This is an optimization exercise on Yosys and OpenROAD, whose aim is small area, a short achievable clock period and few clock cycles per item, not a production implementation.
At most, simulation tests tie the RTL to the original design; equivalence was not proved.

v6:
==> flow/design.v (excerpt) <==
module cdt_builder (
    input  wire        clk,
    input  wire        rst,             
    input  wire [4:0]  cfg_k,
    input  wire [10:0] cfg_min_used,
    input  wire [10:0] cfg_max_used,
    input  wire [15:0] cfg_max_width,
    input  wire [2:0]  cfg_interp,
    input  wire        in_valid,
    output wire        in_ready,
    input  wire [24:0] in_count,
    output reg         out_valid,
    output reg  [9:0]  out_code,
    output reg  [15:0] out_entry,
    output reg  [9:0]  out_fine,
    output reg         out_wrap,
    output reg         res_valid,
    output wire [2:0]  res_interp,
    output reg         res_accept,
    output wire [10:0] res_used,
    output wire [24:0] res_widest,
    output reg         res_event,
    output wire [7:0]  res_acc_mask
);
    reg         v1;
    wire [9:0]  cprev = out_code + {8'd0, v0 & v1, v0 ^ v1};
    reg         first;
    reg         last;
    reg  [2:0]  st;             
    reg         rdy;            
    reg  [4:0]  k_nx;           
    assign in_ready = rdy;
    wire        take  = in_valid & in_ready;       
    wire        clr   = first & in_ready;
    reg  [24:0] h0;             
    reg         v0;
    reg  [4:0]  k_q;            
    reg  [10:0] min_used_q;
    reg  [10:0] max_used_q;
    reg  [15:0] max_width_q;
    reg  [2:0]  interp_q;
    wire [4:0]  k_in  = {cfg_k[3], cfg_k[2:0] == 3'd7, cfg_k[2:0] == 3'd6,
                         cfg_k[2:0] == 3'd5, cfg_k[2:0] == 3'd4};
    wire [4:0]  k_now = first ? k_nx : k_q;
    reg         chk;            
    wire        fin = v0 & first;           
    reg  [2:0]  hold;
    always @(*) begin
        hold = k_q[0] ? 3'd5 : k_q[1] ? 3'd4 : 3'd3;
    end
    always @(*) begin
        h0_d = ({25{take & k_now[0]}} & (in_count << 4)) |
               ({25{take & k_now[1]}} & (in_count << 3)) |
               ({25{take & k_now[2]}} & (in_count << 2)) |
               ({25{take & k_now[3]}} & (in_count << 1)) |
               ({25{take & k_now[4]}} & in_count) |
               ({25{fin}} & {1'b0, max_width_q, 8'd1});
    end
    reg  [24:0] h0_d;
    always @(posedge clk) begin
        h0    <= h0_d;
        k_nx  <= k_in;
        if (rst) begin
  ...
For scale: roughly 1200 cells after synthesis, about 250 flip-flops, about 160 I/O pins.
==> module cdt_builder, before the edit <==
module cdt_builder (
    input  wire        clk,
    input  wire        rst,             
    input  wire [4:0]  cfg_k,
    input  wire [10:0] cfg_min_used,
    input  wire [10:0] cfg_max_used,
    input  wire [15:0] cfg_max_width,
    input  wire [2:0]  cfg_interp,
    input  wire        in_valid,
    output wire        in_ready,
    input  wire [24:0] in_count,
    output reg         out_valid,
    output reg  [9:0]  out_code,
    output reg  [15:0] out_entry,
    output reg  [9:0]  out_fine,
    output reg         out_wrap,
    output reg         res_valid,
    output wire [2:0]  res_interp,
    output reg         res_accept,
    output wire [10:0] res_used,
    output wire [24:0] res_widest,
    output reg         res_event,
    output wire [7:0]  res_acc_mask
);
    reg         v1;
    wire [9:0]  cprev = out_code + {8'd0, v0 & v1, v0 ^ v1};
    reg         first;
    reg         last;
    reg  [2:0]  st;             
    reg         rdy;            
    reg  [4:0]  k_nx;           
    assign in_ready = rdy;
    wire        take  = in_valid & in_ready;       
    wire        clr   = first & in_ready;
    reg  [24:0] h0;             
    reg         v0;
    reg  [4:0]  k_q;            
    reg  [10:0] min_used_q;
    reg  [10:0] max_used_q;
    reg  [15:0] max_width_q;
    reg  [2:0]  interp_q;
    wire [4:0]  k_in  = {cfg_k[3], cfg_k[2:0] == 3'd7, cfg_k[2:0] == 3'd6,
                         cfg_k[2:0] == 3'd5, cfg_k[2:0] == 3'd4};
    wire [4:0]  k_now = first ? k_nx : k_q;
    reg         chk;            
    wire        fin = v0 & first;           
    reg  [2:0]  hold;
    always @(*) begin
        hold = k_q[0] ? 3'd5 : k_q[1] ? 3'd4 : 3'd3;
    end
    always @(*) begin
        h0_d = ({25{take & k_now[0]}} & (in_count << 4)) |
               ({25{take & k_now[1]}} & (in_count << 3)) |
               ({25{take & k_now[2]}} & (in_count << 2)) |
               ({25{take & k_now[3]}} & (in_count << 1)) |
               ({25{take & k_now[4]}} & in_count) |
               ({25{fin}} & {1'b0, max_width_q, 8'd1});
    end
    reg  [24:0] h0_d;
    always @(posedge clk) begin
        h0    <= h0_d;
        k_nx  <= k_in;
        if (rst) begin
            st    <= 3'd0;
            rdy   <= 1'b0;
            first <= 1'b1;
            last  <= 1'b0;
            v0    <= 1'b0;
            chk   <= 1'b0;
        end else begin
            v0  <= take;
            chk <= fin;
            if (take) begin
                first <= last;
                last  <= (cprev == 10'd1021);
            end
            if (take & last)
                st <= hold;
            else if (st != 3'd0)
                st <= st - 3'd1;
            rdy <= ~(take & last) & ((st == 3'd0) | (st == 3'd1)) &
                   (~(take ? last : first) | in_valid);
        end
        if (clr) begin
            k_q         <= k_in;
            min_used_q  <= cfg_min_used;
            max_used_q  <= cfg_max_used;
            max_width_q <= cfg_max_width;
            interp_q    <= cfg_interp;
        end
    end
    reg  [12:0] a_lo;
    reg  [12:0] a_hi;
    reg         a_c;
    reg  [10:0] used;
    reg  [24:0] widest;         
    reg         ge_min;         
    reg         over_max;       
    wire [13:0] s_lo_d = {1'b0, a_lo} + {1'b0, h0[12:0]};
    wire [12:0] s_hi_d = a_hi + {1'b0, h0[24:13]} + {12'd0, a_c};
    wire [13:0] a_lo_d = {1'b0, a_lo} + {1'b0, h0[11:0], 1'b0};
    wire [12:0] a_hi_d = a_hi + h0[24:12] + {12'd0, a_c};
    wire        nz    = v0 & (|h0);
    wire        gt    = h0 > widest;
    reg         shift;
    always @(*) begin
        shift = (k_q[0] & (st >= 3'd1) & (st <= 3'd4)) |
                (k_q[1] & (st >= 3'd1) & (st <= 3'd3)) |
                (k_q[2] & (st >= 3'd1) & (st <= 3'd2)) |
                (k_q[3] & (st == 3'd2));
    end
    always @(posedge clk) begin
        a_lo <= clr ? 13'd256 : a_lo_d[12:0];
        a_hi <= clr ? 13'd0   : a_hi_d;
        a_c  <= ~clr & a_lo_d[13];
        used <= clr ? 11'd0 : (used + {10'd0, nz});
        if (shift)
            widest <= widest >> 1;
        else if (clr | (v0 & gt))
            widest <= h0;
        ge_min   <= ~clr & (ge_min | (used == min_used_q));
        over_max <= ~clr & (over_max | (nz & (used == max_used_q)));
    end
    reg  [12:0] s_hi;           
    reg         s_c;
    reg  [3:0]  s_mid;          
    wire [12:0] e_hi      = s_hi + {12'd0, s_c};           
    wire [16:0] e17       = {e_hi, s_mid};                 
    wire [15:0] entry     = e17[15:0] | {16{e17[16]}};
    wire [12:0] fine_sum  = s_hi + {11'd0, 1'b1, s_c};
    wire [10:0] fine_full = fine_sum[12:2];
    always @(posedge clk) begin
        s_hi  <= s_hi_d;
        s_c   <= s_lo_d[13];
        s_mid <= s_lo_d[12:9];
        if (rst) begin
            v1        <= 1'b0;
            out_valid <= 1'b0;
            out_code  <= 10'h3FF;
        end else begin
            v1        <= v0;
            out_valid <= v1;
            out_code  <= out_code + {9'd0, v1};
        end
        out_entry <= entry;
        out_fine  <= fine_full[9:0];
        out_wrap  <= fine_full[10];
    end
    wire        used_ok = (ge_min | (used == min_used_q)) & ~over_max;
    reg  [3:0]  run [0:7];
    reg  [7:0]  acc_mask;
    integer     i;
    wire        judge = (st == 3'd1);
    reg  [7:0]  is7;
    always @(*)
        for (i = 0; i < 8; i = i + 1)
            is7[i] = (run[i] == 4'b0110);
    always @(posedge clk) begin
        if (chk)
            res_accept <= gt & used_ok;
        res_event <= ~res_accept & is7[interp_q];
        if (rst) begin
            res_valid <= 1'b0;
            acc_mask  <= 8'd0;
            for (i = 0; i < 8; i = i + 1)
                run[i] <= 4'd0;
        end else begin
            res_valid <= judge;
            for (i = 0; i < 8; i = i + 1)
                if (judge && interp_q == i) begin
                    if (res_accept) begin
                        run[i]      <= 4'd0;
                        acc_mask[i] <= 1'b1;
                    end else if (run[i] != 4'b1100) begin
                        run[i]      <= {run[i][2:0], ~(run[i][3] ^ run[i][2])};
                    end
                end
        end
    end
    assign res_interp   = interp_q;
    assign res_used     = used;
    assign res_widest   = widest;
    assign res_acc_mask = acc_mask;
endmodule
==> flow/config.mk <==
export PLATFORM = sky130hd
export DESIGN_NAME = cdt_builder
export DESIGN_NICKNAME = cdt_builder
export VERILOG_FILES = /design/flow/design.v
export SDC_FILE = /design/flow/constraint.sdc
export NUM_CORES = 4
export LEC_CHECK = 0
export CAP_MARGIN = 20
export CORE_MARGIN = 2
export CORE_UTILIZATION = 50
export CTS_CLUSTER_DIAMETER = 100
export CTS_CLUSTER_SIZE = 20
export SETUP_SLACK_MARGIN = 3.75
export SLEW_MARGIN = 20
==> flow/constraint.sdc <==
create_clock -name core_clock -period 6.0 [get_ports {clk}]
set_input_delay 1.2000 -clock core_clock [delete_from_list [all_inputs] [get_ports {clk}]]
set_output_delay 1.2000 -clock core_clock [all_outputs]
set_load 0.01 [all_outputs]
standard.sh (not shown) runs the stock make flow with config.mk's settings and CLKGATE_MAP_FILE= SYNTH_SCRIPT=/design/flow/synth_recipe.tcl, a recipe that flattens the netlist after the stock synthesis.
==> flow/flow/run.sh <==
#!/bin/bash
# The standard layout, with buf_1 (rather than the default buffer) on the
# input and output ports; every port still gets its own buffer.
set -o pipefail
bash standard.sh "BUFFER_PORTS_ARGS=-buffer_cell sky130_fd_sc_hd__buf_1" finish > standard_make.log 2>&1
Testbench counts of v6, summed over its fixed seeds: cycles 65,753, items 65,536.
Here is what was changed in the inputs of v7 compared with v6.
--- a/flow/design.v
+++ b/flow/design.v
@@ -148,35 +148,32 @@
     end
     wire        used_ok = (ge_min | (used == min_used_q)) & ~over_max;
     reg  [3:0]  run [0:7];
     reg  [7:0]  acc_mask;
     integer     i;
     wire        judge = (st == 3'd1);
-    reg  [7:0]  is7;
-    always @(*)
-        for (i = 0; i < 8; i = i + 1)
-            is7[i] = (run[i] == 4'b0110);
+    wire [3:0]  run_sel = run[interp_q];
+    wire [3:0]  run_new = res_accept ? 4'd0 :
+                          (run_sel == 4'b1100) ? 4'b1100 :
+                          {run_sel[2:0], ~(run_sel[3] ^ run_sel[2])};
     always @(posedge clk) begin
         if (chk)
             res_accept <= gt & used_ok;
-        res_event <= ~res_accept & is7[interp_q];
+        res_event <= ~res_accept & (run_sel == 4'b0110);
         if (rst) begin
             res_valid <= 1'b0;
             acc_mask  <= 8'd0;
             for (i = 0; i < 8; i = i + 1)
                 run[i] <= 4'd0;
         end else begin
             res_valid <= judge;
             for (i = 0; i < 8; i = i + 1)
                 if (judge && interp_q == i) begin
-                    if (res_accept) begin
-                        run[i]      <= 4'd0;
+                    run[i] <= run_new;
+                    if (res_accept)
                         acc_mask[i] <= 1'b1;
-                    end else if (run[i] != 4'b1100) begin
-                        run[i]      <= {run[i][2:0], ~(run[i][3] ^ run[i][2])};
-                    end
                 end
         end
     end
     assign res_interp   = interp_q;
     assign res_used     = used;
     assign res_widest   = widest;
==> run notes <==
- Xor and xnor fraction of the mapped netlist area: v7 vs v6 — no meaningful difference
- Share of synthesized cell area in full adder, half adder and majority cells, v6 and v7: larger value in v6
- Sort v6 and v7 by timing-limited maximum frequency, descending, and v6 comes first.
- v7: met1 demand-to-capacity share in global routing is 0.30 points lower than what v6 reported.
- v7 vs v6 — clock-buffer cell count climbed by a few percent
- Starting density of the core ended up 0.62 points higher on v7 than on v6.
- Diff v6 -> v7: number of buffer and inverter instances along the worst setup path lower; met3 layer usage reported by global route went up by 0.82 points.
- Going from v6 to v7, worst path setup slack after routing shrinks by 0.14 ns.
- v7 has period utilization above what v6 had.
Function not checked in v7: the RTL went through the layout flow alone.

## static timing again, ports no longer ideal
In the flow no input, the clock included, has a driving cell. The finished layouts below were timed again as built, in two steps. Step 1 assumes that a clkbuf_16 drives the clock port and a buf_2 every other input. Step 2 moves the port delays by t, midway between the first and last clock arrival at a register: inputs arrive t later, outputs are due t later. That takes back most of the time a late clock gives input paths. a / b / c = no drivers / after step 1 / after step 2; a / b = the first two.
run	shift t [ns]	setup slack, ns	hold WS [ns]	worst data-port slew with drivers (ns)
v6	0.548	3.587 / 3.537 / 3.472	0.412 / 0.412 / 0.412	0.05
v7	0.542	3.444 / 3.444 / 3.444	0.413 / 0.413 / 0.413	0.07
After both steps every run listed still meets setup and hold. For v6, which loses most, drivers alone change the setup slack by -0.050 ns; drivers and shift together by -0.115 ns.
